From an optimization exercise on the open Yosys and OpenROAD flow, aimed at small area, a short achievable clock period and few clock cycles; shortcuts taken in it are not production practice. Only simulation tests tie the RTL to the original design; equivalence was not proved. Power is estimated from default activity; no workload was simulated.

## before
Design courier_core, start of the top module:
module courier_core (
    input  wire        clk,
    input  wire        rst,           
    output wire [13:0] imem_addr,
    input  wire [31:0] imem_rdata,
    output wire [9:0]  dmem_addr,
    output wire        dmem_we,
    output wire [3:0]  dmem_be,
    output wire [31:0] dmem_wdata,
    input  wire [31:0] dmem_rdata,
    output reg         halted,
    output reg  [3:0]  halt_cause,    
    output reg  [31:0] halt_info,
    output reg  [14:0] halt_pc
);
    localparam [3:0] C_ILLEGAL = 4'h1, C_IMEM = 4'h2, C_DMEM_RANGE = 4'h3,
                     C_ALIGN = 4'h5, C_TRAP = 4'hB;
    localparam R_ADD = 0, R_AND = 1, R_OR = 2, R_XOR = 3, R_SHR = 4, R_SHL = 5,
               R_SW16 = 6, R_SW32 = 7, R_CRC = 8, R_BFX = 9, R_BFI = 10, R_PASSB = 11;
    localparam NSEL = 12;
    localparam B_REG = 3'd0, B_SIMM = 3'd1, B_ZIMM = 3'd2, B_LUI = 3'd3,
               B_LINK = 3'd4, B_WORD = 3'd5, B_PC = 3'd6;
    reg [31:0] regs [1:31];
    reg [31:1] rv;                  
    reg        fz, fn, fc, fv;
    reg [14:0] pc_f;                
    reg        a_v;                 
    reg [14:0] a_pc;
    reg        a_pt, i_pt;          
    reg [13:0] a_ptgt, i_ptgt;      
    localparam NB = 4;
    reg [NB-1:0] bt_v;
    reg [13:0] bt_tag [0:NB-1];
    reg [13:0] bt_tgt [0:NB-1];
    reg [1:0]  bt_ptr;
    reg        bt_hit;
    reg [13:0] bt_t;
    integer    q;
    always @* begin
        bt_hit = 1'b0;
        bt_t = 14'd0;
        for (q = 0; q < NB; q = q + 1)
            if (bt_v[q] && bt_tag[q] == pc_f[13:0] && !pc_f[14]) begin
                bt_hit = 1'b1;
                bt_t = bt_t | bt_tgt[q];
            end
    end
    reg        i_v;
    reg [14:0] i_pc;
    reg [31:0] i_w;
    reg [4:0]  i_rbp;               
    reg        i_bnext;             
    reg        e_v;
    reg [14:0] e_pc;
    reg [31:0] e_A, e_B;
    reg [1:0]  e_wa, e_wb;          
    reg [15:0] e_imm;
    reg [4:0]  e_rd;
    reg [NSEL-1:0] e_sel;
    reg        e_sub, e_wr, e_zn, e_cv, e_ld, e_st;
    reg [1:0]  e_size;              
    reg        e_br, e_bl, e_bnext, e_bbad, e_jr;
  ...
Settings: LEC_CHECK=0, ABC_CLOCK_PERIOD_IN_PS=4000, CAP_MARGIN=60, CORE_MARGIN=2, CORE_UTILIZATION=40, CTS_CLUSTER_DIAMETER=60, CTS_CLUSTER_SIZE=30, PLACE_DENSITY=0.6, SLEW_MARGIN=60; clock period 15.0 ns.
run.sh (not shown) runs the stock make flow with config.mk's settings and CLKGATE_MAP_FILE= SYNTH_SCRIPT=/design/flow/synth_recipe.tcl, a recipe that flattens the netlist after the stock synthesis.
Testbench counts of before, summed over its fixed seeds: cycles 246,413.
For after, these inputs were changed with respect to before:
diff --git a/flow/design.v b/flow/design.v
--- a/flow/design.v
+++ b/flow/design.v
@@ -44,14 +44,15 @@
                 bt_hit = 1'b1;
                 bt_t = bt_t | bt_tgt[q];
             end
     end
     reg        i_v;
     reg [14:0] i_pc;
     reg [31:0] i_w;
+    reg [13:0] i_btgt;              
     reg [4:0]  i_rbp;               
     reg        i_bnext;             
     reg        e_v;
     reg [14:0] e_pc;
     reg [31:0] e_A, e_B;
     reg [1:0]  e_wa, e_wb;          
     reg [15:0] e_imm;
@@ -236,17 +237,16 @@
         | ({32{e_sel[R_BFX]}}   & bfx_r)
         | ({32{e_sel[R_BFI]}}   & bfi_r)
         | ({32{e_sel[R_PASSB]}} & eB);
     wire [31:0] e_res = e_res_o | ({32{e_sel[R_ADD]}} & sum[31:0]);
     wire        e_z   = e_sel[R_ADD] ? z_add : (e_res_o == 32'd0);
     wire [32:0] agu_s    = ks_add(eA, {{16{e_imm[15]}}, e_imm}, 1'b0);
     wire [31:0] agu      = agu_s[31:0];
-    wire        m_range  = (agu[31:12] != 20'd0) ||
-                           ((e_size == 2'd2) && (agu[11:2] == 10'h3FF) && (agu[1:0] != 2'd0)) ||
-                           ((e_size == 2'd1) && (agu[11:0] == 12'hFFF));
+    wire [2:0]  e_nbytes = (e_size == 2'd2) ? 3'd4 : (e_size == 2'd1) ? 3'd2 : 3'd1;
+    wire        m_range  = ({1'b0, agu} + {30'd0, e_nbytes}) > 33'd4096;
     wire        m_align  = (e_size == 2'd2) ? (agu[1:0] != 2'b00) :
                            (e_size == 2'd1) ? agu[0] : 1'b0;
     wire        m_trap   = (e_ld || e_st) && (m_range || m_align);
     wire        st_ok    = (agu[31:12] == 20'd0) && !m_align;
     wire        br_take  = e_br && cond_holds(e_cond, fz, fn, fc, fv);
     wire        br_trap  = br_take && e_bbad;
     wire        jr_ok    = (eA[31:14] == 18'd0);
@@ -477,15 +477,15 @@
             rv <= 31'd0;
             halted <= 1'b0;
         end else begin
             if (e_redirect) begin
                 a_v <= 1'b0; pc_f <= e_target;
                 i_v <= 1'b0;
             end else if (d_redirect) begin
-                a_v <= 1'b0; pc_f <= {1'b0, d_btgt[13:0]};
+                a_v <= 1'b0; pc_f <= {1'b0, i_btgt};
                 i_v <= 1'b0;
             end else begin
                 a_v <= 1'b1;
                 if (!hold_n) pc_f <= bt_hit ? {1'b0, bt_t} : pc_f + 15'd1;
                 if (!e_hold) i_v <= a_v;
             end
             e_v <= e_v_n; e_cnt <= e_cnt_n; e_wa <= e_wa_n; e_wb <= e_wb_n;
@@ -507,14 +507,15 @@
     always @(posedge clk) begin
         a_pc <= pc_f;
         if (e_redirect || d_redirect) a_pt <= 1'b0;
         else a_pt <= bt_hit;
         a_ptgt <= bt_t;
         if (!e_redirect && !d_redirect && !e_hold) begin
             i_pc <= a_pc; i_w <= imem_rdata; i_pt <= a_pt; i_ptgt <= a_ptgt;
+            i_btgt <= a_pc[13:0] + imem_rdata[13:0];
             i_bnext <= (imem_rdata[19:0] == 20'd1);
             i_rbp <= ((imem_rdata[31:26] == 6'h00) && (imem_rdata[5:4] == 2'b00)) ?
                      imem_rdata[15:11] : imem_rdata[25:21];
         end
         if (!e_hold) begin
             e_pc <= d_pc; e_A <= d_va; e_B <= d_B; e_imm <= d_imm;
             e_rd <= n_rd; e_sel <= n_sel; e_sub <= n_sub; e_wr <= n_wr;
Findings:
Critical-path cell with the highest stage delay: sky130_fd_sc_hd__fa_1 -> before, sky130_fd_sc_hd__fa_2 -> after
before -> after: synthesized cell count increased by a few percent
Per the comparison of after with before, via count rose by 316, total of buffers placed on input and output ports stayed essentially flat.
before → after: multi-input logic cell count increased by 127 relative to the old numbers, part of the power in the clock network went down by 0.9 points, number of cells in the design after placement saw an increase, core utilization of the finished layout shows no meaningful change, number of setup buffers added after CTS neither gained nor lost much.
Testbench counts of after, summed over its fixed seeds: cycles 246,413.

==> port drivers added, routing unchanged <==
The results above use ideal ports. As a check the final layouts listed here were re-extracted and re-timed, cells and wires unchanged.
Step 1, drivers: a clkbuf_16 drives clk and a buf_2 each remaining input, both assumed.
Step 2 moves the port delays by t, midway between the first and last clock arrival at a register: inputs arrive t later, outputs are due t later. That takes back most of the time a late clock gives input paths.
a / b / c = no drivers / after step 1 / after step 2; a / b = the first two.
run	t, ns	setup slack, ns	worst hold slack (ns)	cell pins on the clock port's net
before	0.933	8.939 / 8.939 / 8.939	0.339 / 0.339 / 0.339	1
after	0.922	9.323 / 9.323 / 8.625	0.323 / 0.323 / 0.323	1
After both steps every run listed still meets setup and hold. For after, which loses most, drivers alone change the setup slack by 0.000 ns; drivers and shift together by -0.698 ns.
